Source: an optimization exercise on an open RTL-to-GDS flow (aim: small area, a short achievable clock period and few clock cycles per item). Production flows keep margins and buffers that such runs may drop.
Function was not checked in any run shown here: the RTL went through the layout flow alone.
No activity file was given, so power comes from the tool's default toggle rates.

==> run.sh <==
#!/bin/bash
# synth_recipe.tcl (not shown) runs the flow's synth.tcl, then flattens the netlist and writes it again
# the make line also repeats each setting of config.mk as NAME=value (left out here)
make -C /OpenROAD-flow-scripts/flow DESIGN_CONFIG=/design/flow/config.mk WORK_HOME=/design/flow/orfs CLKGATE_MAP_FILE= SYNTH_SCRIPT=/design/flow/synth_recipe.tcl finish
==> config.mk <==
export PLATFORM = sky130hd
export DESIGN_NAME = lath_eval
export DESIGN_NICKNAME = lath_eval
export VERILOG_FILES = /design/flow/design.v
export SDC_FILE = /design/flow/constraint.sdc
export NUM_CORES = 4
export LEC_CHECK = 0
export ABC_AREA = 1
export CAP_MARGIN = 60
export CORE_MARGIN = 2
export CORE_UTILIZATION = 60
export PLACE_DENSITY = 0.75
export SLEW_MARGIN = 60
==> constraint.sdc <==
create_clock -name core_clock -period 11.0 [get_ports {clk}]
set_input_delay 2.2000 -clock core_clock [delete_from_list [all_inputs] [get_ports {clk}]]
set_output_delay 2.2000 -clock core_clock [all_outputs]
set_load 0.01 [all_outputs]
==> design.v <==
module lath_eval (
    input  wire        clk,
    input  wire        rst,
    input  wire [31:0] origin_x,       
    input  wire [31:0] origin_y,       
    input  wire [31:0] pitch_x,        
    input  wire [31:0] pitch_y,        
    input  wire [31:0] lath_pitch,     
    input  wire [31:0] phase_offset,   
    input  wire [15:0] slant_num,      
    input  wire [15:0] slant_den,      
    input  wire        in_valid,
    output wire        in_ready,
    input  wire [13:0] px,
    input  wire [12:0] py,
    input  wire [1:0]  stripe,
    input  wire [15:0] corr,           
    output reg         out_valid,
    output wire [6:0]  v,
    output reg  [31:0] m,
    output reg  [15:0] corr_o,
    output wire [47:0] xo,             
    output wire [47:0] yo              
);
    reg [31:0] lp_r;                   
    reg [34:0] pol_r;                  
    reg [15:0] den_r;
    reg [29:0] ox_r, oy_r;
    reg [18:0] ptx_r, pty_r;
    reg         pol_c;
    wire [17:0] pol_lo;
    wire [16:0] pol_hi;
    wire        pol_clo, pol_chi;
    add_sk #(18) u_pol_lo (.a(phase_offset[17:0]), .b({lp_r[15:0], 2'b00}), .cin(1'b0), .s(pol_lo), .co(pol_clo));
    add_sk #(17) u_pol_hi (.a({3'b0, phase_offset[31:18]}), .b({1'b0, lp_r[31:16]}), .cin(pol_c), .s(pol_hi), .co(pol_chi));
    always @(posedge clk) begin
        pol_c <= pol_clo;
        pol_r <= {pol_hi, pol_lo};
        den_r <= slant_den;
        ox_r  <= origin_x[29:0];
        oy_r  <= origin_y[29:0];
        ptx_r <= pitch_x[18:0];
        pty_r <= pitch_y[18:0];
    end
    reg  lnz;                          
    always @(posedge clk) lnz <= |lath_pitch;
    reg        a_free;
    reg        f_prei, f_pre, f_pk, f_pka, f_pkw, f_kml, f_h0, f_h, f_p, f_c, f_done;
    reg [5:0]  a_cnt;
    reg        a_last;                 
    reg        pvalid;                 
    reg        yk;                     
    reg        acin_r;                 
    reg        rk;                     
    reg [15:0] radd;                   
    reg        b_busy;
    reg        b_pre;
    reg        b_div;
    reg        b_dlast;                
    reg [4:0]  b_cnt;
    reg        b_last;                 
    reg        b_mcap;                 
    reg        b_vst;                  
    reg        o_org, o_pass, o_dbl, o_x2, o_xadd, o_yadd;
    reg        bl_r;                   
    reg        rdy_r;                  
    reg        f_hb;                   
    reg        csx;                    
    wire b_load   = bl_r;
    wire a_ready  = a_free | bl_r;
    assign in_ready = rdy_r;
    wire accept   = in_valid & a_ready;
    wire b_loadk  = f_pka;             
    wire b_loadd  = f_prei;            
    wire b_any    = b_load | b_loadk | b_loadd;
    wire b_run    = b_busy & ~b_pre & ~b_div;   
    wire inflight_n = accept | (~a_free & ~b_load) | b_load | (b_busy & ~b_last);
    wire f_c_n    = f_p;
    wire f_done_n = (f_c | f_done) & ~b_load;
    wire b_busy_n = b_any | (b_busy & ~b_last);
    wire b_last_n = ~b_any & b_busy & (b_cnt == (b_div ? 5'd18 : 5'd14));
    wire b_div_n  = b_loadd | (b_div & ~b_last);
    always @(posedge clk)
        lp_r <= b_div_n ? {16'd0, den_r} : lath_pitch;
    wire bl_n     = (f_c_n | f_done_n) & (~b_busy_n | b_last_n);
    wire a_free_n = (a_free | b_load) & ~in_valid;
    reg [13:0] pxa;
    reg [1:0]  sta;
    reg [12:0] pya;                    
    reg [15:0] corra;
    reg [46:0] acc;                    
    reg [15:0] rr;                     
    reg [1:0]  cq;                     
    reg [40:0] kq;                     
    reg [15:0] krem;
    wire [15:0] r_add  = radd;
    wire [18:0] r_x    = {2'b0, rr, 1'b0};
    wire [18:0] r_y    = {3'b0, r_add};
    wire [18:0] r_z1   = ~{3'b0, den_r};
    wire [18:0] r_z2   = ~{2'b0, den_r, 1'b0};
    wire [18:0] r_t, r_s1, r_s2;
    wire        r_co0, r_co1, r_co2;
    add_sk #(19) u_rt  (.a(r_x), .b(r_y), .cin(1'b0), .s(r_t), .co(r_co0));
    add_sk #(19) u_rs1 (.a(r_x ^ r_y ^ r_z1),
                        .b({(r_x[17:0] & r_y[17:0]) | (r_x[17:0] & r_z1[17:0]) | (r_y[17:0] & r_z1[17:0]), 1'b1}),
                        .cin(1'b0), .s(r_s1), .co(r_co1));
    add_sk #(19) u_rs2 (.a(r_x ^ r_y ^ r_z2),
                        .b({(r_x[17:0] & r_y[17:0]) | (r_x[17:0] & r_z2[17:0]) | (r_y[17:0] & r_z2[17:0]), 1'b1}),
                        .cin(1'b0), .s(r_s2), .co(r_co2));
    wire        c1     = ~r_s2[18];
    wire        c0     = ~c1 & ~r_s1[18];
    wire [15:0] r_next = c1 ? r_s2[15:0] : (c0 ? r_s1[15:0] : r_t[15:0]);
    wire [46:0] ay   = ({47{f_h0}} & ~({33'd0, pxa} << 11))
                     | ({47{yk}}   & {15'd0, kq[31:0]})
                     | ({47{f_p}}  & {12'd0, pol_r})
                     | {{19{csx}}, {16{f_c}} & corra, 12'd0}
                     | ({47{f_pka}} & {1'b0, lp_r, 14'd0});
    wire        acin = acin_r;
    wire [46:0] hsel = {{23{f_hb}}, {24{f_h}}};
    wire [46:0] ax   = (hsel & {acc[45:0], cq[0]}) | (~hsel & acc);
    wire        ax0  = ax[0];
    wire        as0  = ax0 ^ ay[0] ^ acin;
    wire        ak1  = (ax0 & ay[0]) | (ax0 & acin) | (ay[0] & acin) | (f_h & cq[1]);
    wire [45:0] ahi;
    wire        a_co;
    add_sk #(46) u_acc (.a(ax[46:1]), .b(ay[46:1]), .cin(ak1), .s(ahi), .co(a_co));
    wire [46:0] asum = {ahi, as0};
    wire [15:0] nsn  = ~slant_num + 16'd1;             
    wire        nsg  = ~slant_num[15] & (|slant_num);  
    reg [31:0] br;                     
    reg [21:0] bq;                     
    reg [11:0] pxb;
    reg [11:0] pyb;
    reg [7:0]  vq;
    reg [38:0] xacc, yacc;             
    reg [31:0] m_r;
    reg [15:0] corr_r;
    wire [31:0] dv  = lp_r;
    wire [33:0] bt  = {br, bq[21:20]};
    wire [34:0] bs1, bs2, bs3;
    wire        bc1, bc2, bc3;
    add_sk #(35) u_bs1 (.a({1'b0, bt}), .b(~{3'b0, dv}), .cin(1'b1), .s(bs1), .co(bc1));
    add_sk #(35) u_bs2 (.a({1'b0, bt}), .b(~{2'b0, dv, 1'b0}), .cin(1'b1), .s(bs2), .co(bc2));
    wire [34:0] b3x = {1'b0, bt};
    wire [34:0] b3y = ~{3'b0, dv};
    wire [34:0] b3z = ~{2'b0, dv, 1'b0};
    wire [34:0] b3s = b3x ^ b3y ^ b3z;
    wire [34:0] b3c = {(b3x[33:0] & b3y[33:0]) | (b3x[33:0] & b3z[33:0]) | (b3y[33:0] & b3z[33:0]), 1'b1};
    add_sk #(35) u_bs3 (.a(b3s), .b(b3c), .cin(1'b1), .s(bs3), .co(bc3));
    wire        g3  = ~bs3[34];
    wire        g2  = ~bs2[34];
    wire        g1  = ~bs1[34];
    wire [31:0] b_next = g3 ? bs3[31:0] : (g2 ? bs2[31:0] : (g1 ? bs1[31:0] : bt[31:0]));
    wire        qh  = g2;
    wire        ql  = g3 | (g1 & ~g2);
    wire [38:0] xx   = ({39{o_dbl}} & {xacc[37:0], 1'b0}) | ({39{o_pass}} & xacc)
                     | ({39{o_x2}} & {19'd0, ptx_r, 1'b0});
    wire [38:0] yx   = ({39{o_dbl}} & {yacc[37:0], 1'b0}) | ({39{o_pass}} & yacc);
    wire [38:0] xy   = ({39{o_org}} & {9'd0, ~ox_r[29], ox_r[28:0]}) | ({39{o_xadd}} & {20'd0, ptx_r});
    wire [38:0] yy   = ({39{o_org}} & {9'd0, ~oy_r[29], oy_r[28:0]}) | ({39{o_yadd}} & {20'd0, pty_r});
    wire [38:0] xsum, ysum;
    wire        x_co, y_co;
    add_sk #(39) u_xo (.a(xx), .b(xy), .cin(1'b0), .s(xsum), .co(x_co));
    add_sk #(39) u_yo (.a(yx), .b(yy), .cin(1'b0), .s(ysum), .co(y_co));
    assign v  = vq[7:1];
    assign xo = {{10{~xacc[38]}}, xacc[37:0]};     
    assign yo = {{10{~yacc[38]}}, yacc[37:0]};
    always @(*) begin
        m      = m_r;
        corr_o = corr_r;
    end
    always @(posedge clk) begin
        if (b_loadd) begin
            br <= nsg ? {16'd0, den_r - 16'd1} : 32'd0;
            bq <= {nsn, 6'd0};
        end else if (b_any) begin
            br <= {7'd0, asum[46:22]};
            bq <= asum[21:0];
        end else begin
            br <= b_next;
            bq <= {bq[19:0], 2'b00};
        end
        if (b_mcap) begin
            m_r    <= b_next & {32{lnz}};
        end
        if (b_vst)
            vq <= {vq[5:0], qh & lnz, ql & lnz};
        xacc <= xsum;
        yacc <= ysum;
        if (o_dbl) begin
            pxb <= {pxb[10:0], 1'b0};
            pyb <= {pyb[10:0], 1'b0};
        end
        if (b_load) begin
            pxb   <= pxa[11:0];
            pyb   <= pya[11:0];
            corr_r <= corra & {16{lnz}};
        end
    end
    always @(posedge clk) begin
        rr <= r_next;
        if (a_ready) begin
            pxa   <= px;
            sta   <= stripe;
            pya   <= py;
            corra <= corr;
            rr    <= 16'd0;
        end
        if (f_prei) begin
            kq <= {40'd0, nsg};
        end
        if (b_div)
            kq <= {kq[38:0], qh, ql};
        if (f_pk)
            krem <= br[15:0];
        if (f_pk)
            acc <= {{6{kq[40]}}, kq};                    
        else if ((a_ready & pvalid) | f_kml)
            acc <= {20'd0, a_ready ? px : pxa, a_ready ? stripe : sta, 11'd0};
        else
            acc <= asum;
        if (f_kml)
            kq <= {9'd0, m_r};
        cq <= {c1, c0};
        if (f_h0 | (f_h & ~a_last))
            pya <= {pya[11:0], pya[12]};
    end
    always @(posedge clk) begin
        if (rst) begin
            a_free <= 1'b1;
            bl_r   <= 1'b0;
            rdy_r  <= 1'b1;
            f_hb   <= 1'b0;
            csx    <= 1'b0;
            {f_prei, f_pre, f_pk, f_pka, f_pkw, f_kml, f_h0, f_h, f_p, f_c, f_done} <= 11'd0;
            a_cnt  <= 6'd0;
            a_last <= 1'b0;
            pvalid <= 1'b0;
            yk     <= 1'b0;
            acin_r <= 1'b0;
            rk     <= 1'b0;
            radd   <= 16'd0;
            b_busy <= 1'b0;
            b_pre  <= 1'b0;
            b_div  <= 1'b0;
            b_dlast <= 1'b0;
            b_cnt  <= 5'd0;
            {b_last, b_mcap, b_vst} <= 3'd0;
            {o_org, o_dbl, o_x2, o_xadd, o_yadd} <= 5'd0;
            o_pass <= 1'b1;
            out_valid <= 1'b0;
        end else begin
            bl_r   <= bl_n;
            rdy_r  <= a_free_n | bl_n;
            f_hb   <= f_h0 | (f_hb & ~a_last);
            csx    <= f_p & corra[15];
            if (f_prei) begin
                f_prei <= 1'b0;
                f_pre  <= 1'b1;
            end
            if (f_pre & b_dlast) begin
                f_pre <= 1'b0;
                f_pk  <= 1'b1;
            end
            if (f_pk) begin
                f_pk  <= 1'b0;
                f_pka <= 1'b1;
            end
            if (f_pka) begin
                f_pka <= 1'b0;
                f_pkw <= 1'b1;
            end
            if (f_pkw & b_mcap) begin
                f_pkw <= 1'b0;
                f_kml <= 1'b1;
            end
            if (f_kml) begin
                f_kml  <= 1'b0;
                f_h0   <= 1'b1;
                pvalid <= 1'b1;
            end
            if (f_h0) begin
                f_h0 <= 1'b0;
                f_h  <= 1'b1;
            end
            if (f_h & a_last) begin
                f_h <= 1'b0;
                f_p <= 1'b1;
            end
            if (f_p) begin
                f_p <= 1'b0;
                f_c <= 1'b1;
            end
            if (f_c) begin
                f_c    <= 1'b0;
                f_done <= 1'b1;
            end
            if (b_load) begin
                f_done <= 1'b0;
                a_free <= 1'b1;
            end
            if (accept) begin
                a_free <= 1'b0;
                f_prei <= ~pvalid;
                f_h0   <= pvalid;
            end
            if (f_prei | f_h0)
                a_cnt <= 6'd0;
            else
                a_cnt <= a_cnt + 6'd1;
            a_last <= f_h & (a_cnt == 6'd11);
            yk     <= (f_h0 | (f_h & ~a_last)) & pya[12];
            acin_r <= (accept & pvalid) | f_kml | (f_h & a_last & (|rr));
            rk     <= (accept & pvalid & py[12]) | (f_kml & pya[12]) |
                      ((f_h0 | (f_h & (a_cnt <= 6'd10))) & pya[11]);
            radd   <= ({16{(accept & pvalid & py[12]) | (f_kml & pya[12]) |
                           ((f_h0 | (f_h & (a_cnt <= 6'd10))) & pya[11])}} & krem);
            out_valid <= ~b_any & b_busy & ~b_pre & ~b_div & (b_cnt == 5'd14);
            if (b_any) begin
                b_busy <= 1'b1;
                b_pre  <= b_loadk;
                b_div  <= b_loadd;
                b_cnt  <= 5'd0;
            end else if (b_busy) begin
                b_cnt <= b_cnt + 5'd1;
                if (b_last) begin
                    b_busy <= 1'b0;
                    b_div  <= 1'b0;
                end
            end
            b_last  <= ~b_any & b_busy & (b_cnt == (b_div ? 5'd18 : 5'd14));
            b_mcap  <= ~b_any & b_busy & ~b_div & (b_cnt == 5'd9);
            b_vst   <= ~b_any & b_busy & ~b_div & (b_cnt >= 5'd10) & (b_cnt <= 5'd13);
            b_dlast <= ~b_any & b_busy & b_div & (b_cnt == 5'd18);
            o_x2    <= b_load & pxa[13];
            o_org   <= ~b_any & b_run & (b_cnt == 5'd4);
            o_dbl   <= ~b_any & b_run & (b_cnt <= 5'd13) & (b_cnt != 5'd4);
            o_pass  <= ~(b_load | (~b_any & b_run & (b_cnt <= 5'd13))) |
                       (~b_any & b_run & (b_cnt == 5'd4));
            o_xadd  <= b_load ? pxa[12] :
                       (~b_any & b_run & (b_cnt <= 5'd13) & (b_cnt != 5'd4) &
                        ((b_cnt == 5'd13) | (o_dbl ? pxb[10] : pxb[11])));
            o_yadd  <= b_load ? pya[12] :
                       (~b_any & b_run & (b_cnt <= 5'd13) & (b_cnt != 5'd4) &
                        ((b_cnt == 5'd13) | (o_dbl ? pyb[10] : pyb[11])));
            if (~inflight_n)
                pvalid <= 1'b0;
        end
    end
endmodule
module add_sk #(parameter W = 32) (
    input  wire [W-1:0] a,
    input  wire [W-1:0] b,
    input  wire         cin,
    output wire [W-1:0] s,
    output wire         co
);
    localparam LV = (W + 1 <= 2)  ? 1 : (W + 1 <= 4)  ? 2 : (W + 1 <= 8)  ? 3 :
                    (W + 1 <= 16) ? 4 : (W + 1 <= 32) ? 5 : (W + 1 <= 64) ? 6 : 7;
    wire [(LV+1)*(W+1)-1:0] g, p;
    assign g[W:0] = {a & b, cin};
    assign p[W:0] = {a ^ b, 1'b0};
    genvar l, i;
    generate
        for (l = 0; l < LV; l = l + 1) begin : lv
            for (i = 0; i <= W; i = i + 1) begin : bt
                if ((i >> l) & 1) begin : c
                    assign g[(l+1)*(W+1)+i] = g[l*(W+1)+i] | (p[l*(W+1)+i] & g[l*(W+1)+(((i>>l)<<l)-1)]);
                    assign p[(l+1)*(W+1)+i] = p[l*(W+1)+i] & p[l*(W+1)+(((i>>l)<<l)-1)];
                end else begin : t
                    assign g[(l+1)*(W+1)+i] = g[l*(W+1)+i];
                    assign p[(l+1)*(W+1)+i] = p[l*(W+1)+i];
                end
            end
        end
    endgenerate
    assign s  = (a ^ b) ^ g[LV*(W+1) +: W];
    assign co = g[LV*(W+1) + W];
endmodule
==> flow_metrics.py, run 1 <==
metrics = {
    "power": {
        "p_comb_frac": 0.486,
        "seqPwrFrac": 0.295,
        "p_sw_frac": 0.415,
        "p_switching_mw": 4.52,
        "power_frac_clock": 0.219,
        "ir_worst_vdd_uv": 158,
        "power_leakage_nw": 21.4,
        "p_int_mw": 6.37,
        "powerDensity_nw_per_um2": 246,
    },
    "synthesis": {
        "synth-seq-cells": 623,
        "avgSynthCellArea_um2": 7.88,
        "synth_edf_count": 157,
        "syn_area_um2": 37900,
        "synthXorXnorAreaFrac": 0.0430,
        "synthArstFlopShare": 0,
        "netlist_instances": 4805,
        "synth_simple_gate_area_frac": 0.198,
        "synth-warning-count": 1,
        "synth_top_family_by_area": "simple AND/OR/NAND/NOR gates",
        "synthMuxAreaShare": 0.00231,
        "ys_types": 61,
        "synthAdderAreaFrac": 0.150,
        "synth-main-ff-cell": "dfxtp_1",
        "synth_compound_area_frac": 0.125,
        "synth_nets": 5471,
        "ys_seq_area_frac": 0.371,
    },
    "floorplan": {
        "core_um2": 62700,
        "die_w_um": 255,
        "start_util": 0.604,
        "die_h_um": 255,
        "ios": 425,
        "num_rows": 92,
        "dieArea_um2": 65200,
    },
    "timing": {
        "worst_pin_slew_ps": 559,
        "finalHoldViolCount": 0,
        "fin_setup_tns_ps": 0,
        "skew_ps": 28.5,
        "slew_violations": 0,
        "finalSetupViolCount": 0,
        "fin_crit_sh": 0.414,
        "max_freq_mhz": 220,
        "max-slew-margin-rel": 0.628,
        "min_period_ps": 4550,
        "fin_ws_ps": 6450,
        "rsz0062_at_grt": "no",
    },
    "min_path": {
        "holdPathEnd": "vq[2]",
        "worstHoldPathType": "reg -> reg",
        "hold_depth": 0,
        "hp-start": "vq[0]",
    },
    "cts": {
        "cts_buffers": 69,
        "cts-hold-fix-buffers": 0,
        "cts.htree.levels": 3,
        "clockBufferDepth": 3,
        "worstSkewPairLatency_ps": 620,
        "clock-sinks": 623,
        "ctsResizeCount": 0,
        "clk_pin_slew_ps": 60,
        "post_cts_buffers": 0,
        "root_buffer": "clkbuf_16",
        "cts_tree": "done",
    },
    "setup_path": {
        "worstSetupEndpointType": "register",
        "worst_path_max_delay_cell": "fa_1",
        "r2r_cells": 17,
        "r2r_end": "m_r[25]",
        "worst_path_most_repeated_cell": "a21oi_1",
        "critical_path_class": "in -> reg",
        "slowest_delay_ps": 440,
        "required_ps": 11500,
        "crit_buf_inv": 2,
        "cp-start-kind": "input pin",
        "reg2reg_from": "lp_r[1]",
        "rrSetupSlack_ps": 6610,
        "worst-path-max-fanout": 4,
        "cp_top_family": "compound AO/OA/AOI/OAI gates",
        "worstSetupStartpoint": "phase_offset[4]",
        "worstPathArrival_ps": 5050,
        "crit_chain": "clkdlybuf4s50_1 > ha_1 > a21oi_1 > nand2_1 > a21oi_1 > inv_1 > a21o_1 > a21boi_1 > o21ai_0 > fa_1 > xor2_1",
    },
    "routing": {
        "drt-total-wl_um": 112000,
        "viasPerCell": 5.50,
        "route.detailed.drc": 0,
        "ant_nets": 0,
        "wl_per_cell_um": 18.7,
        "via_count": 32900,
        "drt_pre_antenna_iters": 6,
        "drt_iter0_drc": 3026,
    },
    "global_routing": {
        "grtUsageMet2": 0.554,
        "grt_pass1_wl_um": 170000,
        "grt_pass1_vias": 31100,
        "use_met1": 0.434,
        "met3_usage": 0.0585,
        "track_usage": 0.338,
        "grt_start_max_net_pins": 59,
        "gr-total-overflow": 0,
        "antenna_found_initial": 9,
        "grt-busiest-layer": "met2",
    },
    "final_layout": {
        "fin_area_um2": 44300,
        "final_util": 0.707,
        "final_layout_size_suffix_gt1_frac": 0.0486,
        "nets": 5737,
        "syn2layout_area_growth_pct": 17.0,
    },
    "job": {
        "maxCapViolations": 0,
    },
    "placed_design": {
        "place_congestion": 0.981,
        "place_ws_ps": 5840,
        "io_buffer_count": 394,
        "dp_hpwl_um": 84900,
        "dpl-instance-area_um2": 41900,
    },
    "outcome": {
        "status": "timing/DRC/antenna clean",
    },
}
## logic make-up (layout without fill, tap and decap cells)
family / count (synthesis) / count (layout)
AND/OR/NAND/NOR: 1810 / 1810
buffers and inverters: 994 / 1316
AO/OA/AOI/OAI: 790 / 790
flip-flops: 623 / 623
adder cells (fa/ha/maj): 394 / 394
XOR/XNOR: 186 / 186
multiplexers: 8 / 8
other: 0 / 4
## power by group through the flow
stage          combinational (mW)  clock [mW]  sequential (mW)
4_1_cts                      5.23        2.41             3.21
3_3_place_gp                 5.05           0             3.24
2_1_floorplan                4.03           0             3.12
5_1_grt                      5.97        2.49             3.25
6_report                     5.29        2.39             3.21
3_5_place_dp                 5.18           0             3.25
## routing by layer
metal	share of wire	wire length (um)
met4	0.049	5450
met3	0.093	10400
met2	0.46	51400
met5	0.00063	70
met1	0.40	44300
## cells in the mapped netlist (4+ instances only)
master | count | share of area
a211oi_1 | 10 | 0.0020
a21boi_0 | 10 | 0.0020
a21o_1 | 31 | 0.0061
a21oi_1 | 252 | 0.033
a221o_1 | 7 | 0.0018
a221oi_1 | 8 | 0.0018
a22o_1 | 34 | 0.0079
a22oi_1 | 14 | 0.0028
a31oi_1 | 12 | 0.0020
and2_1 | 4 | 0.00066
buf_1 | 18 | 0.0018
buf_2 | 13 | 0.0017
buf_4 | 107 | 0.021
buf_6 | 6 | 0.0018
clkbuf_1 | 91 | 0.0090
dfxtp_1 | 466 | 0.25
edfxtp_1 | 157 | 0.12
fa_1 | 101 | 0.053
ha_1 | 293 | 0.097
inv_1 | 749 | 0.074
inv_2 | 9 | 0.00089
mux2_2 | 6 | 0.0018
nand2_1 | 1115 | 0.11
nand2_2 | 17 | 0.0028
nand3_1 | 283 | 0.037
nand3b_1 | 7 | 0.0014
nand4_1 | 26 | 0.0043
nor2_1 | 268 | 0.027
nor3_1 | 45 | 0.0059
nor4_1 | 9 | 0.0015
o2111ai_1 | 15 | 0.0035
o211ai_1 | 32 | 0.0063
o21a_1 | 4 | 0.00079
o21ai_0 | 213 | 0.028
o21ai_1 | 16 | 0.0021
o21ai_2 | 5 | 0.0012
o21bai_1 | 24 | 0.0048
o22ai_1 | 85 | 0.014
or2_2 | 23 | 0.0038
xnor2_1 | 66 | 0.015
xor2_1 | 120 | 0.028
## worst register-to-register path, stage by stage, from the launching register on
cell	delay, ps
dfxtp_1	320
inv_1	390
fa_1	540
ha_1	320
o21ai_0	210
nand2_1	150
nand3_1	100
nand2_1	160
nand3_1	140
nand2_2	190
nand2_1	150
nand2_1	70
nand2_1	110
nand2_4	310
inv_4	540
nand3_1	200
nand2_1	190
nor2_1	60
## through the flow
step	total power, mW	instances	hold WS [ps]
detailed placement	8.43	5846	422
CTS	10.8	5973	432
floorplan	7.15	4805	400
global route	11.7	5975	462
global placement	8.30	5841	409
finish	10.9	5977	431
## cell usage in the layout (no fill, tap or decap), drive strengths merged, types with 3 or more instances in the layout
master / synthesis / routed
a211oi: 11 / 11
a21boi: 12 / 12
a21o: 31 / 31
a21oi: 258 / 258
a221o: 7 / 7
a221oi: 8 / 8
a22o: 34 / 34
a22oi: 14 / 14
a31oi: 12 / 12
and2: 4 / 4
buf: 144 / 36
bufinv: 0 / 4
clkbuf: 91 / 96
clkdlybuf4s50: 0 / 394
clkinv: 1 / 23
clkinvlp: 0 / 3
dfxtp: 466 / 466
diode: 0 / 4
edfxtp: 157 / 157
fa: 101 / 101
ha: 293 / 293
inv: 758 / 760
mux2: 6 / 6
nand2: 1133 / 1133
nand3: 283 / 283
nand3b: 7 / 7
nand4: 26 / 26
nor2: 273 / 273
nor3: 47 / 47
nor4: 10 / 10
o2111ai: 15 / 15
o211ai: 32 / 32
o21a: 4 / 4
o21ai: 234 / 234
o21bai: 24 / 24
o221ai: 3 / 3
o22ai: 85 / 85
or2: 23 / 23
xnor2: 66 / 66
xor2: 120 / 120
## how the worst max path moves through the flow
stage / to / slack, ps / cells after the start
final: pol_r[16] / 6450 / 11
after global placement: pol_r[16] / 5980 / 11
after global routing: pol_r[16] / 6320 / 11
after floorplan: pol_r[16] / 6810 / 10
after detailed placement: pol_r[16] / 5840 / 11
after CTS: pol_r[16] / 6480 / 11
## sequential cells by signal (all words and copies together) (netlist names), 13 cells and up
signal  count
rr         16
krem       16
radd       16
corra      16
den_r      16
lp_r       32
bq         22
acc        47
ox_r       30
oy_r       30
kq         41
xacc       39
pxa        14
corr_r     16
pya        13
pty_r      19
br         32
yacc       39
m_r        32
pol_r      35
ptx_r      19
## cell type report
cell class,count,area (um2)
Sequential cell,623,14100
Inverter,759,2860
Clock buffer,96,2010
Antenna cell,4,10.0
Tap cell,846,1060
Multi-Input combinational cell,3188,19700
Fill cell,5061,18400
Timing Repair Buffer,430,4280
Clock inverter,31,339
==> run 2, diff against run 1 <==
--- a/design.v
+++ b/design.v
@@ -29,11 +29,13 @@
     reg [18:0] ptx_r, pty_r;
-    reg         pol_c;
-    wire [17:0] pol_lo;
-    wire [16:0] pol_hi;
-    wire        pol_clo, pol_chi;
-    add_sk #(18) u_pol_lo (.a(phase_offset[17:0]), .b({lp_r[15:0], 2'b00}), .cin(1'b0), .s(pol_lo), .co(pol_clo));
-    add_sk #(17) u_pol_hi (.a({3'b0, phase_offset[31:18]}), .b({1'b0, lp_r[31:16]}), .cin(pol_c), .s(pol_hi), .co(pol_chi));
+    reg         pol_c1, pol_c2;
+    wire [11:0] pol_lo, pol_mid;
+    wire [10:0] pol_hi;
+    wire        pol_clo, pol_cmid, pol_chi;
+    add_sk #(12) u_pol_lo  (.a(phase_offset[11:0]), .b({lp_r[9:0], 2'b00}), .cin(1'b0), .s(pol_lo), .co(pol_clo));
+    add_sk #(12) u_pol_mid (.a(phase_offset[23:12]), .b(lp_r[21:10]), .cin(pol_c1), .s(pol_mid), .co(pol_cmid));
+    add_sk #(11) u_pol_hi  (.a({3'b0, phase_offset[31:24]}), .b({1'b0, lp_r[31:22]}), .cin(pol_c2), .s(pol_hi), .co(pol_chi));
     always @(posedge clk) begin
-        pol_c <= pol_clo;
-        pol_r <= {pol_hi, pol_lo};
+        pol_c1 <= pol_clo;
+        pol_c2 <= pol_cmid;
+        pol_r  <= {pol_hi, pol_mid, pol_lo};
         den_r <= slant_den;
==> run 2 against run 1 <==
Power decreased by 0.27%. Hold slack got worse by 9.7 ps. Still clean on timing, DRC and antenna. Synthesized cell count decreased by 0.27%. Clock skew decreased by 4.1 ps. Register-to-register slack got worse by 40 ps. Cell area decreased by 0.15%. Clock-buffer cell count decreased by 1.
==> flow_metrics.py, run 2 <==
metrics = {
    "final_layout": {
        "fill_cells": 5139,
        "final_cell_count_no_fill": 5963,
        "syn2layout_area_growth_pct": 16.7,
        "final_util": 0.706,
        "final_cell_mix": "1,085 x nand2_1, 730 x inv_1, 457 x dfxtp_1",
        "final_layout_size_suffix_gt1_frac": 0.0476,
        "largestRegisters": "acc: 47 flops, kq: 41 flops",
        "nets": 5720,
        "layout_commonest_cell": "nand2_1",
        "ff_latch_area_um2": 14100,
        "multi_input_area_um2": 19800,
        "largest-register": "acc",
        "fin_area_um2": 44300,
        "largest_reg_flops": 47,
    },
    "setup_path": {
        "worst-path-max-fanout": 19,
        "required_ps": 11530,
        "worstPathArrival_ps": 4960,
        "worstSetupEndpointType": "register",
        "critical_path_class": "reg -> reg",
        "cp-start-kind": "register",
    },
    "floorplan": {
        "core_um2": 62700,
        "die_w_um": 255,
        "start_util": 0.604,
        "die_h_um": 255,
        "dieArea_um2": 65200,
        "ios": 425,
        "num_rows": 92,
    },
    "cts": {
        "post_cts_buffers": 0,
        "cts_tree": "done",
        "cts_buffers": 69,
        "worstSkewPairLatency_ps": 630,
        "clk_pin_slew_ps": 60,
        "cts-hold-fix-buffers": 0,
        "cts.htree.levels": 3,
        "clock-sinks": 624,
        "clockBufferDepth": 3,
        "root_buffer": "clkbuf_16",
        "ctsResizeCount": 0,
    },
    "synthesis": {
        "synth-seq-cells": 624,
        "synth-warning-count": 1,
        "avgSynthCellArea_um2": 7.91,
        "synth_top_area_cell": "dfxtp_1",
        "synthArstFlopShare": 0,
        "syn_area_um2": 37900,
        "ys_types": 62,
        "ys_seq_area_frac": 0.371,
        "synth_nets": 5459,
        "synth_most_common_cell": "nand2_1",
        "netlist_instances": 4792,
        "synth_common_cells": "1,090 x nand2_1, 735 x inv_1, 467 x dfxtp_1, 306 x nand3_1, 291 x ha_1",
        "synth-main-ff-cell": "dfxtp_1",
        "synth_area_leaders": "dfxtp_1 25%, edfxtp_1 12%, nand2_1 11%, ha_1 9.6%, inv_1 7.3%",
        "synth_top_area_frac": 0.247,
        "synth_edf_count": 157,
    },
    "routing": {
        "route.met2.wl_um": 52800,
        "met3_length_um": 9820,
        "viasPerCell": 5.57,
        "drt_pre_antenna_iters": 6,
        "drt_iter0_drc": 3166,
        "via_count": 33200,
        "drt-total-wl_um": 116000,
        "wl_per_cell_um": 19.4,
        "route.detailed.drc": 0,
        "ant_nets": 0,
        "top_layer": "met5",
        "wl_met1_um": 46400,
    },
    "timing": {
        "holdWs_ps": 422,
        "max_freq_mhz": 226,
        "max-slew-margin-rel": 0.611,
        "fin_crit_sh": 0.403,
        "worst_pin_slew_ps": 584,
        "skew_ps": 24.4,
        "finalHoldViolCount": 0,
        "fin_ws_ps": 6570,
        "fin_setup_tns_ps": 0,
        "slew_violations": 0,
        "min_period_ps": 4430,
        "rsz0062_at_grt": "no",
        "finalSetupViolCount": 0,
    },
    "placed_design": {
        "dp_cells": 5828,
        "dp_hpwl_um": 88600,
        "place_congestion": 0.965,
        "io_buffer_count": 394,
        "place_ws_ps": 6320,
        "dpl-instance-area_um2": 42000,
    },
    "power": {
        "ir_worst_vdd_uv": 200,
        "power_leakage_nw": 21.2,
        "p_sw_frac": 0.418,
        "powerDensity_nw_per_um2": 245,
        "p_comb_frac": 0.486,
        "report.power.total_mw": 10.9,
        "p_switching_mw": 4.53,
        "power_frac_clock": 0.218,
        "seqPwrFrac": 0.297,
        "p_int_mw": 6.32,
    },
    "job": {
        "maxCapViolations": 0,
    },
    "global_routing": {
        "grt_start_max_net_pins": 61,
        "grt_pass1_vias": 31700,
        "gr-total-overflow": 0,
        "antenna_found_initial": 9,
        "grt_pass1_wl_um": 178000,
        "track_usage": 0.351,
    },
    "min_path": {
        "worstHoldPathType": "reg -> reg",
    },
    "outcome": {
        "status": "timing/DRC/antenna clean",
    },
}
[run 2: cell count changes in the layout (fill, tap and decap cells not counted), sizes merged, moves of 4 or more]
cell | before | now
a211oi | 11 | 7
a21o | 31 | 24
a21oi | 258 | 271
a31oi | 12 | 5
clkinv | 23 | 27
diode | 4 | 9
inv | 760 | 743
mux2 | 6 | 13
nand2 | 1133 | 1106
nand3 | 283 | 309
nand3b | 7 | 15
o21ai | 234 | 222
o21bai | 24 | 28
xor2 | 120 | 114
[run 2: worst paths after layout]
| check | startpoint | to | slack (ps) | depth (start not counted) |
|---|---|---|---|---|
| max | f_h0 | br[11] | 6570 | 18 |
| min | vq[0] | vq[2] | 420 | 0 |
| max reg2reg | f_h0 | br[11] | 6570 | 18 |
| min reg2reg | vq[0] | vq[2] | 420 | 0 |
[run 2: final cells by class]
type / instances / share of cell area
Sequential cell: 624 / 0.318
Inverter: 746 / 0.0634
Multi-Input combinational cell: 3183 / 0.447
Clock buffer: 95 / 0.0440
Tap cell: 846 / 0.0239
Antenna cell: 9 / 0.000509
Clock inverter: 31 / 0.00735
Timing Repair Buffer: 429 / 0.0961
[run 2: cells by family after synthesis]
family	Yosys count	share of synthesized area
DFF	624	0.371
xor gates and xnor gates	178	0.0411
buffers and inverters	985	0.110
muxes	15	0.00439
adders and majority gates	395	0.151
and+or+nand+nor	1818	0.200
AOI/OAI and AO/OA	777	0.123
[run 2: power by group through the flow]
stage / combinational (mW) / clock [mW] / sequential (mW)
after floorplan: 3.99 / 0 / 3.12
after global placement: 5.00 / 0 / 3.25
after detailed placement: 5.15 / 0 / 3.25
after CTS: 5.20 / 2.38 / 3.21
after global routing: 5.90 / 2.47 / 3.26
final: 5.27 / 2.36 / 3.22
[run 2: layer usage]
metal,vias to the layer above,GRT usage
met5,-,0
met4,4,0.187
met3,317,0.0635
met2,1440,0.564
met1,15400,0.451
li1,16000,-
[run 2: critical path, stage by stage, from the launching register on]
cell and delay, ps:
dfxtp_1 610, buf_4 340, a221oi_1 100, fa_1 410, nand2_1 120, fa_1 180
inv_1 70, nor2_1 130, a211oi_2 80, o21ai_2 270, nand2_1 110, nand2_2 240
nand2_1 100, nand2_2 290, inv_1 110, fa_1 440, xnor2_1 380, a22oi_1 200
o21ai_1 130
==> run 3, diff against run 2 <==
--- a/design.v
+++ b/design.v
@@ -27,4 +27,2 @@
     reg [15:0] den_r;
-    reg [29:0] ox_r, oy_r;
-    reg [18:0] ptx_r, pty_r;
     reg         pol_c1, pol_c2;
@@ -41,6 +39,2 @@
         den_r <= slant_den;
-        ox_r  <= origin_x[29:0];
-        oy_r  <= origin_y[29:0];
-        ptx_r <= pitch_x[18:0];
-        pty_r <= pitch_y[18:0];
     end
@@ -158,6 +152,6 @@
     wire [38:0] xx   = ({39{o_dbl}} & {xacc[37:0], 1'b0}) | ({39{o_pass}} & xacc)
-                     | ({39{o_x2}} & {19'd0, ptx_r, 1'b0});
+                     | ({39{o_x2}} & {19'd0, pitch_x[18:0], 1'b0});
     wire [38:0] yx   = ({39{o_dbl}} & {yacc[37:0], 1'b0}) | ({39{o_pass}} & yacc);
-    wire [38:0] xy   = ({39{o_org}} & {9'd0, ~ox_r[29], ox_r[28:0]}) | ({39{o_xadd}} & {20'd0, ptx_r});
-    wire [38:0] yy   = ({39{o_org}} & {9'd0, ~oy_r[29], oy_r[28:0]}) | ({39{o_yadd}} & {20'd0, pty_r});
+    wire [38:0] xy   = ({39{o_org}} & {9'd0, ~origin_x[29], origin_x[28:0]}) | ({39{o_xadd}} & {20'd0, pitch_x[18:0]});
+    wire [38:0] yy   = ({39{o_org}} & {9'd0, ~origin_y[29], origin_y[28:0]}) | ({39{o_yadd}} & {20'd0, pitch_y[18:0]});
     wire [38:0] xsum, ysum;
==> run 3 against run 2 <==
Still clean on timing, DRC and antenna. Register-to-register slack about the same. Setup slack got worse by 300 ps. Cell area fell by 5.1%. Maximum frequency decreased by 6.3%. Synthesized cell count shrank 1.9%. Hold slack improved by 14 ps. Utilization is 0.48 points higher. Global-route usage is 0.72 points lower. Sequential share of layout area fell by 3.0 points. Clock-buffer cell count down 20. Critical path type is now in -> reg.
==> flow_metrics.py, run 3 <==
metrics = {
    "outcome": {
        "status": "timing/DRC/antenna clean",
    },
    "synthesis": {
        "synth_most_common_cell": "nand2_1",
        "synth_common_cells": "1,084 x nand2_1, 742 x inv_1, 369 x dfxtp_1, 293 x nand3_1, 291 x ha_1",
        "synthArstFlopShare": 0,
        "syn_area_um2": 36000,
        "synth_edf_count": 157,
        "netlist_instances": 4699,
        "synth_nets": 5366,
        "synth-main-ff-cell": "dfxtp_1",
        "synth-seq-cells": 526,
        "synth_top_area_frac": 0.205,
        "synth_top_area_cell": "dfxtp_1",
        "ys_seq_area_frac": 0.336,
        "avgSynthCellArea_um2": 7.65,
        "ys_types": 67,
        "synth_area_leaders": "dfxtp_1 21%, edfxtp_1 13%, nand2_1 11%, ha_1 10%, inv_1 7.7%",
        "synth-warning-count": 1,
    },
    "global_routing": {
        "met3_usage": 0.0532,
        "track_usage": 0.344,
        "grt_pass1_wl_um": 168000,
        "grtUsageMet2": 0.575,
        "grt_start_max_net_pins": 59,
        "grt_pass1_vias": 30200,
        "use_met1": 0.439,
        "antenna_found_initial": 5,
        "gr-total-overflow": 0,
        "grt-busiest-layer": "met2",
    },
    "job": {
        "maxCapViolations": 0,
    },
    "timing": {
        "max-slew-margin-rel": 0.602,
        "rsz0062_at_grt": "no",
        "finalHoldViolCount": 0,
        "finalSetupViolCount": 0,
        "skew_ps": 27.9,
        "max_freq_mhz": 211,
        "slew_violations": 0,
        "worst_pin_slew_ps": 596,
        "min_period_ps": 4730,
        "fin_setup_tns_ps": 0,
        "fin_crit_sh": 0.430,
    },
    "final_layout": {
        "final_cell_mix": "1,081 x nand2_1, 738 x inv_1, 393 x clkdlybuf4s50_1",
        "largestRegisters": "acc: 47 flops, kq: 41 flops",
        "nets": 5616,
        "layout_commonest_cell": "nand2_1",
        "fill_cells": 4870,
        "fin_area_um2": 42000,
        "largest-register": "acc",
        "largest_reg_flops": 47,
        "syn2layout_area_growth_pct": 16.8,
        "final_layout_size_suffix_gt1_frac": 0.0448,
    },
    "power": {
        "p_sw_frac": 0.433,
        "powerDensity_nw_per_um2": 242,
        "p_comb_frac": 0.515,
        "seqPwrFrac": 0.277,
        "p_int_mw": 5.75,
        "p_switching_mw": 4.39,
        "power_frac_clock": 0.208,
        "power_leakage_nw": 20.3,
        "ir_worst_vdd_uv": 197,
    },
    "floorplan": {
        "die_h_um": 249,
        "ios": 425,
        "num_rows": 89,
        "dieArea_um2": 61900,
        "start_util": 0.608,
        "die_w_um": 249,
        "core_um2": 59100,
    },
    "cts": {
        "clockBufferDepth": 3,
        "clock-sinks": 526,
        "cts_buffers": 58,
        "root_buffer": "clkbuf_16",
        "post_cts_buffers": 0,
        "cts.htree.levels": 2,
        "worstSkewPairLatency_ps": 650,
        "cts_tree": "done",
        "clk_pin_slew_ps": 60,
        "ctsResizeCount": 0,
        "cts-hold-fix-buffers": 0,
    },
    "routing": {
        "drt_pre_antenna_iters": 9,
        "via_count": 32200,
        "wl_per_cell_um": 18.8,
        "route.detailed.drc": 0,
        "drt-total-wl_um": 109000,
        "ant_nets": 0,
        "viasPerCell": 5.58,
        "drt_iter0_drc": 2702,
    },
    "min_path": {
        "holdPathEnd": "vq[2]",
        "hp-start": "vq[0]",
        "worstHoldPathType": "reg -> reg",
        "hold_depth": 0,
    },
    "setup_path": {
        "worstSetupEndpointType": "register",
        "r2r_cells": 14,
        "required_ps": 11530,
        "worstPathArrival_ps": 5260,
        "critical_path_class": "in -> reg",
        "worst-path-max-fanout": 12,
        "reg2reg_from": "lp_r[14]",
        "cp-start-kind": "input pin",
        "rrSetupSlack_ps": 6580,
        "r2r_end": "m_r[16]",
    },
    "placed_design": {
        "dp_hpwl_um": 82900,
        "io_buffer_count": 394,
        "dpl-instance-area_um2": 39900,
        "place_congestion": 0.966,
    },
}
run 3: worst max path at each step:
stage | slack, ps | start | cells after the start | endpoint
after detailed placement | 5580 | pitch_x[1] | 16 | xacc[32]
final | 6270 | pitch_x[1] | 16 | xacc[32]
after global routing | 6020 | pitch_x[1] | 16 | xacc[32]
after floorplan | 6730 | origin_y[8] | 15 | yacc[32]
after CTS | 6260 | pitch_x[1] | 16 | xacc[32]
after global placement | 5630 | pitch_x[1] | 16 | xacc[32]
run 3: power by group through the flow:
stage	Sequential, mW	Clock (mW)	Combinational, mW
after floorplan	2.71	0	3.89
after global placement	2.83	0	5.00
after detailed placement	2.84	0	5.10
after CTS	2.80	2.13	5.15
after global routing	2.85	2.21	5.84
final	2.81	2.12	5.23
run 3: per-stage QoR:
stage                     hold slack [ps]  setup WS [ps]  instances  power, mW  utilization
after floorplan                       400           6730       4699       6.60            -
after global placement                402           5630       5658       7.83        0.673
after detailed placement              405           5580       5662       7.93        0.675
after CTS                             419           6260       5771       10.1        0.710
after global routing                  442           6020       5771       10.9        0.710
final                                 436           6270       5772       10.1        0.710
run 3: logic make-up after synthesis:
| logic type | Yosys count | synth area share |
|---|---|---|
| adder cells (fa/ha/maj) | 395 | 0.159 |
| multiplexers | 8 | 0.00243 |
| AND/OR/NAND/NOR | 1799 | 0.209 |
| AO/OA/AOI/OAI | 797 | 0.133 |
| flip-flops | 526 | 0.336 |
| buffers and inverters | 995 | 0.116 |
| XOR/XNOR | 179 | 0.0436 |
run 3: per-layer routing:
layer  vias up  wire, um
li1      15700         -
met1     14900     43600
met2      1338     50500
met3       241      9220
met4        10      5360
met5         -        68
run 3: worst max-delay path: stages:
cell	delay, ps
clkdlybuf4s50_1	480
inv_1	80
o22ai_1	320
ha_1	300
nand2_1	60
nand2_1	40
o21ai_0	110
o21ai_1	160
nand3_1	90
nand2_1	160
nand3_1	110
nand2_1	210
nand3_1	140
nand2_1	280
ha_1	330
xor2_1	150
run 3: layout make-up:
type	count	area, um2	area share
Sequential cell	526	12100	0.288
Clock inverter	34	473	0.0113
Tap cell	773	967	0.0230
Multi-Input combinational cell	3178	19800	0.470
Timing Repair Buffer	431	4250	0.101
Inverter	754	2840	0.0676
Clock buffer	75	1610	0.0383
Antenna cell	1	2.50	0.0000596
==> run 4, diff against run 3 <==
--- a/design.v
+++ b/design.v
@@ -27,2 +27,3 @@
     reg [15:0] den_r;
+    reg [18:0] ptx_r, pty_r;
     reg         pol_c1, pol_c2;
@@ -34,8 +35,2 @@
     add_sk #(11) u_pol_hi  (.a({3'b0, phase_offset[31:24]}), .b({1'b0, lp_r[31:22]}), .cin(pol_c2), .s(pol_hi), .co(pol_chi));
-    always @(posedge clk) begin
-        pol_c1 <= pol_clo;
-        pol_c2 <= pol_cmid;
-        pol_r  <= {pol_hi, pol_mid, pol_lo};
-        den_r <= slant_den;
-    end
     reg  lnz;                          
@@ -78,2 +73,11 @@
     wire b_div_n  = b_loadd | (b_div & ~b_last);
+    wire o_org_n  = ~b_any & b_run & (b_cnt == 5'd4);    
+    always @(posedge clk) begin
+        pol_c1 <= pol_clo;
+        pol_c2 <= pol_cmid;
+        pol_r <= o_org_n ? {5'd0, ~origin_y[29], origin_y[28:0]} : {pol_hi, pol_mid, pol_lo};
+        den_r <= slant_den;
+        ptx_r <= pitch_x[18:0];
+        pty_r <= pitch_y[18:0];
+    end
     always @(posedge clk)
@@ -152,6 +156,6 @@
     wire [38:0] xx   = ({39{o_dbl}} & {xacc[37:0], 1'b0}) | ({39{o_pass}} & xacc)
-                     | ({39{o_x2}} & {19'd0, pitch_x[18:0], 1'b0});
+                     | ({39{o_x2}} & {19'd0, ptx_r, 1'b0});
     wire [38:0] yx   = ({39{o_dbl}} & {yacc[37:0], 1'b0}) | ({39{o_pass}} & yacc);
-    wire [38:0] xy   = ({39{o_org}} & {9'd0, ~origin_x[29], origin_x[28:0]}) | ({39{o_xadd}} & {20'd0, pitch_x[18:0]});
-    wire [38:0] yy   = ({39{o_org}} & {9'd0, ~origin_y[29], origin_y[28:0]}) | ({39{o_yadd}} & {20'd0, pitch_y[18:0]});
+    wire [38:0] xy   = ({39{o_org}} & {9'd0, m_r[29:0]}) | ({39{o_xadd}} & {20'd0, ptx_r});
+    wire [38:0] yy   = ({39{o_org}} & {9'd0, pol_r[29:0]}) | ({39{o_yadd}} & {20'd0, pty_r});
     wire [38:0] xsum, ysum;
@@ -180,2 +184,4 @@
             m_r    <= b_next & {32{lnz}};
+        end else if (o_org_n) begin
+            m_r    <= {2'd0, ~origin_x[29], origin_x[28:0]};
         end
@@ -331,3 +337,3 @@
             o_x2    <= b_load & pxa[13];
-            o_org   <= ~b_any & b_run & (b_cnt == 5'd4);
+            o_org   <= o_org_n;
             o_dbl   <= ~b_any & b_run & (b_cnt <= 5'd13) & (b_cnt != 5'd4);
--- a/config.mk
+++ b/config.mk
@@ -8,3 +8,3 @@
 export ABC_AREA = 1
-export CAP_MARGIN = 60
+export CAP_MARGIN = 70
 export CORE_MARGIN = 2
@@ -12,2 +12,2 @@
 export PLACE_DENSITY = 0.75
-export SLEW_MARGIN = 60
+export SLEW_MARGIN = 70
==> run 4 against run 3 <==
Utilization increased by 0.054 points. Non-clock buffer count grew 9. Synthesized cell count is 5.2% higher. Cell area rose by 4.6%. Largest power group unchanged.
==> flow_metrics.py, run 4 <==
metrics = {
    "placed_design": {
        "place_congestion": 0.981,
        "place_ws_ps": 6010,
        "io_buffer_count": 394,
        "dp_hpwl_um": 95300,
        "dp_cells": 5968,
    },
    "min_path": {
        "worstHoldPathType": "reg -> reg",
    },
    "floorplan": {
        "start_util": 0.609,
        "die_h_um": 254,
        "num_rows": 91,
        "ios": 425,
        "core_um2": 61800,
        "dieArea_um2": 64700,
        "die_w_um": 254,
    },
    "power": {
        "p_sw_frac": 0.432,
        "power_leakage_nw": 21.2,
        "p_switching_mw": 4.53,
        "power_frac_clock": 0.210,
        "p_int_mw": 5.95,
        "powerDensity_nw_per_um2": 238,
        "p_comb_frac": 0.504,
        "ir_worst_vdd_uv": 156,
        "report.power.total_mw": 10.5,
        "seqPwrFrac": 0.286,
    },
    "timing": {
        "fin_setup_tns_ps": 0,
        "slew_violations": 0,
        "rsz0062_at_grt": "no",
        "min_period_ps": 4470,
        "worst_pin_slew_ps": 527,
        "max-slew-margin-rel": 0.648,
        "finalSetupViolCount": 0,
        "skew_ps": 39.1,
        "finalHoldViolCount": 0,
        "fin_ws_ps": 6530,
        "fin_crit_sh": 0.406,
        "max_freq_mhz": 224,
    },
    "cts": {
        "cts_tree": "done",
        "clockBufferDepth": 3,
        "cts_buffers": 61,
        "post_cts_buffers": 0,
        "clock-sinks": 564,
        "worstSkewPairLatency_ps": 670,
        "cts-hold-fix-buffers": 0,
        "cts.htree.levels": 2,
        "clk_pin_slew_ps": 60,
        "ctsResizeCount": 0,
        "root_buffer": "clkbuf_16",
    },
    "synthesis": {
        "synthArstFlopShare": 0,
        "synth_edf_count": 157,
        "synth_nets": 5609,
        "ys_types": 64,
        "syn_area_um2": 37600,
        "synth_top_area_cell": "dfxtp_1",
        "synth_area_leaders": "dfxtp_1 22%, edfxtp_1 13%, nand2_1 12%, ha_1 9.7%, inv_1 7.7%",
        "synth-warning-count": 1,
        "ys_seq_area_frac": 0.342,
        "synth-main-ff-cell": "dfxtp_1",
        "synth_most_common_cell": "nand2_1",
        "synth_common_cells": "1,239 x nand2_1, 767 x inv_1, 407 x dfxtp_1, 294 x nand3_1, 291 x ha_1",
        "synth_top_area_frac": 0.217,
        "avgSynthCellArea_um2": 7.61,
        "synth-seq-cells": 564,
        "netlist_instances": 4942,
    },
    "routing": {
        "viasPerCell": 5.63,
        "drt_pre_antenna_iters": 6,
        "drt_iter0_drc": 3175,
        "wl_per_cell_um": 20.1,
        "route.detailed.drc": 0,
        "ant_nets": 0,
        "via_count": 34300,
        "drt-total-wl_um": 123000,
    },
    "outcome": {
        "status": "timing/DRC/antenna clean",
    },
    "setup_path": {
        "rrSetupSlack_ps": 6640,
        "worst_path_max_delay_cell": "fa_1",
        "critical_path_class": "in -> reg",
        "slowest_delay_ps": 540,
        "cp-start-kind": "input pin",
        "worstPathArrival_ps": 4970,
        "required_ps": 11510,
        "worst_path_most_repeated_cell": "nand2_1",
        "worst-path-max-fanout": 3,
        "crit_chain": "clkdlybuf4s50_1 > inv_1 > fa_1 > inv_1 > nand3_1 > nand2_1 > nand2_1 > nand2_1 > nand2_1 > inv_1 > or2_2 > nand2_1 > a21oi_1 > o21ai_0 > nand2_1 > nand2_1 > nand3_1 > nand2_1",
        "worstSetupEndpointType": "register",
    },
    "final_layout": {
        "largest_reg_flops": 47,
        "largest-register": "acc",
        "final_layout_size_suffix_gt1_frac": 0.0598,
        "largestRegisters": "acc: 47 flops, kq: 41 flops",
        "ff_latch_area_um2": 12900,
        "syn2layout_area_growth_pct": 16.8,
        "multi_input_area_um2": 20500,
        "nets": 5862,
        "final_cell_count_no_fill": 6089,
        "final_cell_mix": "1,233 x nand2_1, 749 x inv_1, 394 x dfxtp_1",
        "layout_commonest_cell": "nand2_1",
        "fill_cells": 5145,
    },
    "global_routing": {
        "grt_pass1_wl_um": 185000,
        "track_usage": 0.376,
        "grt_pass1_vias": 32600,
        "grt_start_max_net_pins": 61,
        "gr-total-overflow": 0,
        "antenna_found_initial": 3,
    },
    "job": {
        "maxCapViolations": 0,
    },
}
-- run 4: cell types whose count changed after synthesis, sizes merged, moves of 6 or more --
cell	change
dfxtp	+38
nand2	+173
a21oi	-27
o21ai	+34
xor2	-7
a31oi	+6
o22ai	+16
buf	+13
a22o	-18
nor3	+10
inv	+30
-- run 4: logic make-up (layout without fill, tap and decap cells) --
kind of cell,after synthesis,count (layout),synth area share
simple gates,1970,1970,0.220
buf+inv,1030,1336,0.117
compound gates,805,805,0.128
flops,564,564,0.342
fa+ha+maj,395,395,0.152
xor+xnor,171,171,0.0398
mux,7,7,0.00203
other cells,0,4,0
-- run 4: path summary, 6_finish.rpt --
path                    startpoint   endpoint  cells past startpoint
setup / recovery  phase_offset[12]  pol_r[22]                     18
hold / removal               vq[5]      vq[7]                      0
setup reg to reg          lp_r[14]     m_r[0]                     15
hold reg to reg              vq[5]      vq[7]                      0
-- run 4: metrics by stage --
stage,util,hold WS (ps),area [um2]
2_1_floorplan,-,400,37600
3_3_place_gp,0.670,409,41400
3_5_place_dp,0.675,422,41700
4_1_cts,0.710,434,43900
5_1_grt,0.711,444,43900
6_report,0.711,433,44000
-- run 4: worst max-delay path, delay by kind of cell --
family,cells,cell delay [ps]
buffers and inverters,4,770
AO/OA/AOI/OAI,2,450
adder cells (fa/ha/maj),1,540
AND/OR/NAND/NOR,11,1020
-- run 4: area by class of cell --
type,count,area share
sequential,564,0.293
clock inverter,26,0.00683
clock buffer,90,0.0428
timing repair buffer,440,0.0989
inverter,780,0.0673
tap,837,0.0238
antenna,4,0.000228
multi-input combinational,3348,0.467
-- run 4: per-layer routing --
layer  track usage  routed length, um
met5             0                 15
met4         0.198               7340
met2         0.600              54800
met1         0.478              48400
met3        0.0848              12100
-- run 4: power by group through the flow --
stage	sequential (mW)	clock (mW)	combinational, mW
after floorplan	2.81	0	4.03
after global placement	3.01	0	5.01
after detailed placement	3.01	0	5.15
after CTS	2.97	2.21	5.20
after global routing	3.01	2.30	5.94
final	2.99	2.20	5.28
==> run 5, diff against run 4 <==
--- a/design.v
+++ b/design.v
@@ -28,9 +28,8 @@
     reg [18:0] ptx_r, pty_r;
-    reg         pol_c1, pol_c2;
-    wire [11:0] pol_lo, pol_mid;
-    wire [10:0] pol_hi;
-    wire        pol_clo, pol_cmid, pol_chi;
-    add_sk #(12) u_pol_lo  (.a(phase_offset[11:0]), .b({lp_r[9:0], 2'b00}), .cin(1'b0), .s(pol_lo), .co(pol_clo));
-    add_sk #(12) u_pol_mid (.a(phase_offset[23:12]), .b(lp_r[21:10]), .cin(pol_c1), .s(pol_mid), .co(pol_cmid));
-    add_sk #(11) u_pol_hi  (.a({3'b0, phase_offset[31:24]}), .b({1'b0, lp_r[31:22]}), .cin(pol_c2), .s(pol_hi), .co(pol_chi));
+    reg         pol_c;
+    wire [17:0] pol_lo;
+    wire [16:0] pol_hi;
+    wire        pol_clo, pol_chi;
+    add_sk #(18) u_pol_lo (.a(phase_offset[17:0]), .b({lp_r[15:0], 2'b00}), .cin(1'b0), .s(pol_lo), .co(pol_clo));
+    add_sk #(17) u_pol_hi (.a({3'b0, phase_offset[31:18]}), .b({1'b0, lp_r[31:16]}), .cin(pol_c), .s(pol_hi), .co(pol_chi));
     reg  lnz;                          
@@ -75,5 +74,4 @@
     always @(posedge clk) begin
-        pol_c1 <= pol_clo;
-        pol_c2 <= pol_cmid;
-        pol_r <= o_org_n ? {5'd0, ~origin_y[29], origin_y[28:0]} : {pol_hi, pol_mid, pol_lo};
+        pol_c <= pol_clo;
+        pol_r <= o_org_n ? {5'd0, ~origin_y[29], origin_y[28:0]} : {pol_hi, pol_lo};
         den_r <= slant_den;
--- a/config.mk
+++ b/config.mk
@@ -8,3 +8,3 @@
 export ABC_AREA = 1
-export CAP_MARGIN = 70
+export CAP_MARGIN = 40
 export CORE_MARGIN = 2
==> run 5 against run 4 <==
Still clean on timing, DRC and antenna. Combinational power increased by 3%. First-iteration DRC count increased by 8.0%. Area after synthesis fell by 0.13%. Cell area increased by 0.24%. Global-route usage down 0.11 points. Die area fell by 0.13%.
==> flow_metrics.py, run 5 <==
metrics = {
    "floorplan": {
        "die_w_um": 254,
        "dieArea_um2": 64700,
        "num_rows": 91,
        "start_util": 0.608,
        "die_h_um": 254,
        "core_um2": 61800,
        "ios": 425,
    },
    "routing": {
        "drt-total-wl_um": 123000,
        "top_layer": "met5",
        "route.met2.wl_um": 54800,
        "met3_length_um": 12100,
        "via_count": 34500,
        "ant_nets": 0,
        "drt_pre_antenna_iters": 6,
        "drt_iter0_drc": 3430,
        "viasPerCell": 5.67,
        "wl_met1_um": 49400,
        "route.detailed.drc": 0,
        "wl_per_cell_um": 20.2,
    },
    "power": {
        "ir_worst_vdd_uv": 159,
        "power_leakage_nw": 21.2,
        "powerDensity_nw_per_um2": 243,
    },
    "synthesis": {
        "netlist_instances": 4931,
        "synthMuxAreaShare": 0.00233,
        "synth_simple_gate_area_frac": 0.222,
        "synth_common_cells": "1,242 x nand2_1, 745 x inv_1, 406 x dfxtp_1, 293 x ha_1, 287 x nand3_1",
        "synth-warning-count": 1,
        "synth_top_area_frac": 0.216,
        "synth_most_common_cell": "nand2_1",
        "synthXorXnorAreaFrac": 0.0399,
        "synth-main-ff-cell": "dfxtp_1",
        "synthAdderAreaFrac": 0.151,
        "synth_area_leaders": "dfxtp_1 22%, edfxtp_1 13%, nand2_1 12%, ha_1 9.8%, inv_1 7.4%",
        "synth_top_family_by_area": "simple AND/OR/NAND/NOR gates",
        "syn_area_um2": 37600,
        "synth_compound_area_frac": 0.130,
        "synthArstFlopShare": 0,
        "ys_types": 69,
        "avgSynthCellArea_um2": 7.62,
        "synth_top_area_cell": "dfxtp_1",
        "synth_nets": 5597,
        "ys_seq_area_frac": 0.342,
        "synth_edf_count": 157,
        "synth-seq-cells": 563,
    },
    "final_layout": {
        "layout_commonest_cell": "nand2_1",
        "ff_latch_area_um2": 12900,
        "fill_cells": 5217,
        "final_cell_mix": "1,235 x nand2_1, 729 x inv_1, 393 x clkdlybuf4s50_1",
        "syn2layout_area_growth_pct": 17.3,
        "nets": 5857,
        "largestRegisters": "acc: 47 flops, kq: 41 flops",
        "final_util": 0.713,
        "largest_reg_flops": 47,
        "final_layout_size_suffix_gt1_frac": 0.0589,
        "multi_input_area_um2": 20700,
        "largest-register": "acc",
    },
    "timing": {
        "finalSetupViolCount": 0,
        "max_freq_mhz": 222,
        "fin_setup_tns_ps": 0,
        "min_period_ps": 4500,
        "fin_crit_sh": 0.409,
        "skew_ps": 59.5,
        "slew_violations": 0,
        "worst_pin_slew_ps": 493,
        "finalHoldViolCount": 0,
        "rsz0062_at_grt": "no",
        "max-slew-margin-rel": 0.672,
    },
    "global_routing": {
        "gr-total-overflow": 0,
        "grt_start_max_net_pins": 59,
        "grt_pass1_wl_um": 184000,
        "antenna_found_initial": 6,
        "grt_pass1_vias": 32100,
        "track_usage": 0.375,
    },
    "placed_design": {
        "place_congestion": 1.01,
        "io_buffer_count": 394,
        "dp_hpwl_um": 95400,
    },
    "cts": {
        "clockBufferDepth": 3,
        "cts-hold-fix-buffers": 0,
        "root_buffer": "clkbuf_16",
        "cts_buffers": 60,
        "clock-sinks": 563,
        "ctsResizeCount": 0,
        "post_cts_buffers": 0,
        "worstSkewPairLatency_ps": 670,
        "clk_pin_slew_ps": 60,
        "cts_tree": "done",
        "cts.htree.levels": 2,
    },
    "setup_path": {
        "required_ps": 11500,
        "worst-path-max-fanout": 3,
        "cp-start-kind": "input pin",
        "critical_path_class": "in -> reg",
        "worstPathArrival_ps": 5000,
        "worstSetupEndpointType": "register",
    },
    "min_path": {
        "worstHoldPathType": "reg -> reg",
    },
    "job": {
        "maxCapViolations": 0,
    },
    "outcome": {
        "status": "timing/DRC/antenna clean",
    },
}
[run 5: final cells by class]
class / count / area share
Multi-Input combinational cell: 3367 / 0.469
Sequential cell: 563 / 0.292
Timing Repair Buffer: 444 / 0.100
Inverter: 755 / 0.0647
Clock buffer: 81 / 0.0394
Tap cell: 837 / 0.0238
Clock inverter: 32 / 0.0109
Antenna cell: 1 / 0.0000568
[run 5: cell families after synthesis]
kind of cell    count (synthesis)
fa+ha+maj                     394
buf+inv                      1001
xor+xnor                      171
compound gates                814
mux                             8
simple gates                 1980
flops                         563
[run 5: final timing paths]
check | from | to | slack, ps | cells past startpoint
max | phase_offset[18] | pol_r[33] | 6500 | 20
min | vq[0] | vq[2] | 440 | 0
max reg2reg | yk | br[11] | 6790 | 19
min reg2reg | vq[0] | vq[2] | 440 | 0
[run 5: report_power, final]
| group | switching [mW] | leakage, nW | total (mW) | internal [mW] |
|---|---|---|---|---|
| registers | 0.412 | 4.86 | 2.99 | 2.57 |
| logic | 3.30 | 15.2 | 5.44 | 2.14 |
| clock network | 0.914 | 1.06 | 2.26 | 1.35 |
[run 5: worst max-delay path, stage by stage]
cell and delay [ps]:
clkdlybuf4s50_1 450, inv_1 50, fa_1 400, inv_1 100, nand3_1 70, nand2_1 110, nand2_1 60, nand2_1 80
nand2_1 60, inv_1 60, or2_2 140, nand2_1 120, nand2_1 210, nand2_1 100, nand2_1 80, nand2_1 100
a21oi_1 240, ha_1 280, inv_1 50, nor2_1 40
[run 5: per-stage QoR]
step                power, mW  hold slack, ps  setup WS (ps)  std cells  area [um2]
floorplan                6.93             400           6840       4931       37600
global placement         8.14             406           5860       5950       41400
finish                   10.7             440           6500       6080       44100
global route             11.5             444           6300       6079       44100
CTS                      10.6             442           6570       6079       44000
detailed placement       8.29             429           5920       5966       41800
[run 5: per-layer routing]
metal	up-vias	track usage
met3	347	0.0656
li1	16500	-
met4	8	0.189
met2	1628	0.594
met5	-	0
met1	16000	0.496

[what the ideal ports hide]
No port has a modelled driver above. Below, the same layouts with a new extraction and two added sets of constraints.
Step 1: set_driving_cell puts a clkbuf_16 on clk and a buf_2 on each other input, an assumption about the parent block.
Step 2 moves the port delays by t, midway between the first and last clock arrival at a register: inputs arrive t later, outputs are due t later. That takes back most of the time a late clock gives input paths.
Three values: ideal, step 1, step 2; two values: the first two.
run | shift t [ns] | setup WS [ns] | worst setup path after step 2 | latest minus earliest clock arrival (ns)
run 1 | 0.677 | 6.449 / 6.496 / 5.819 | input to register | 0.029 / 0.029
run 2 | 0.690 | 6.569 / 6.569 / 6.259 | input to register | 0.026 / 0.026
run 3 | 0.699 | 6.269 / 6.306 / 5.607 | input to register | 0.032 / 0.032
run 4 | 0.710 | 6.535 / 6.570 / 5.860 | input to register | 0.039 / 0.039
run 5 | 0.700 | 6.497 / 6.533 / 5.833 | input to register | 0.061 / 0.061
After both steps every run listed still meets setup and hold. For run 4, which loses most, drivers alone change the setup slack by +0.035 ns; drivers and shift together by -0.675 ns.
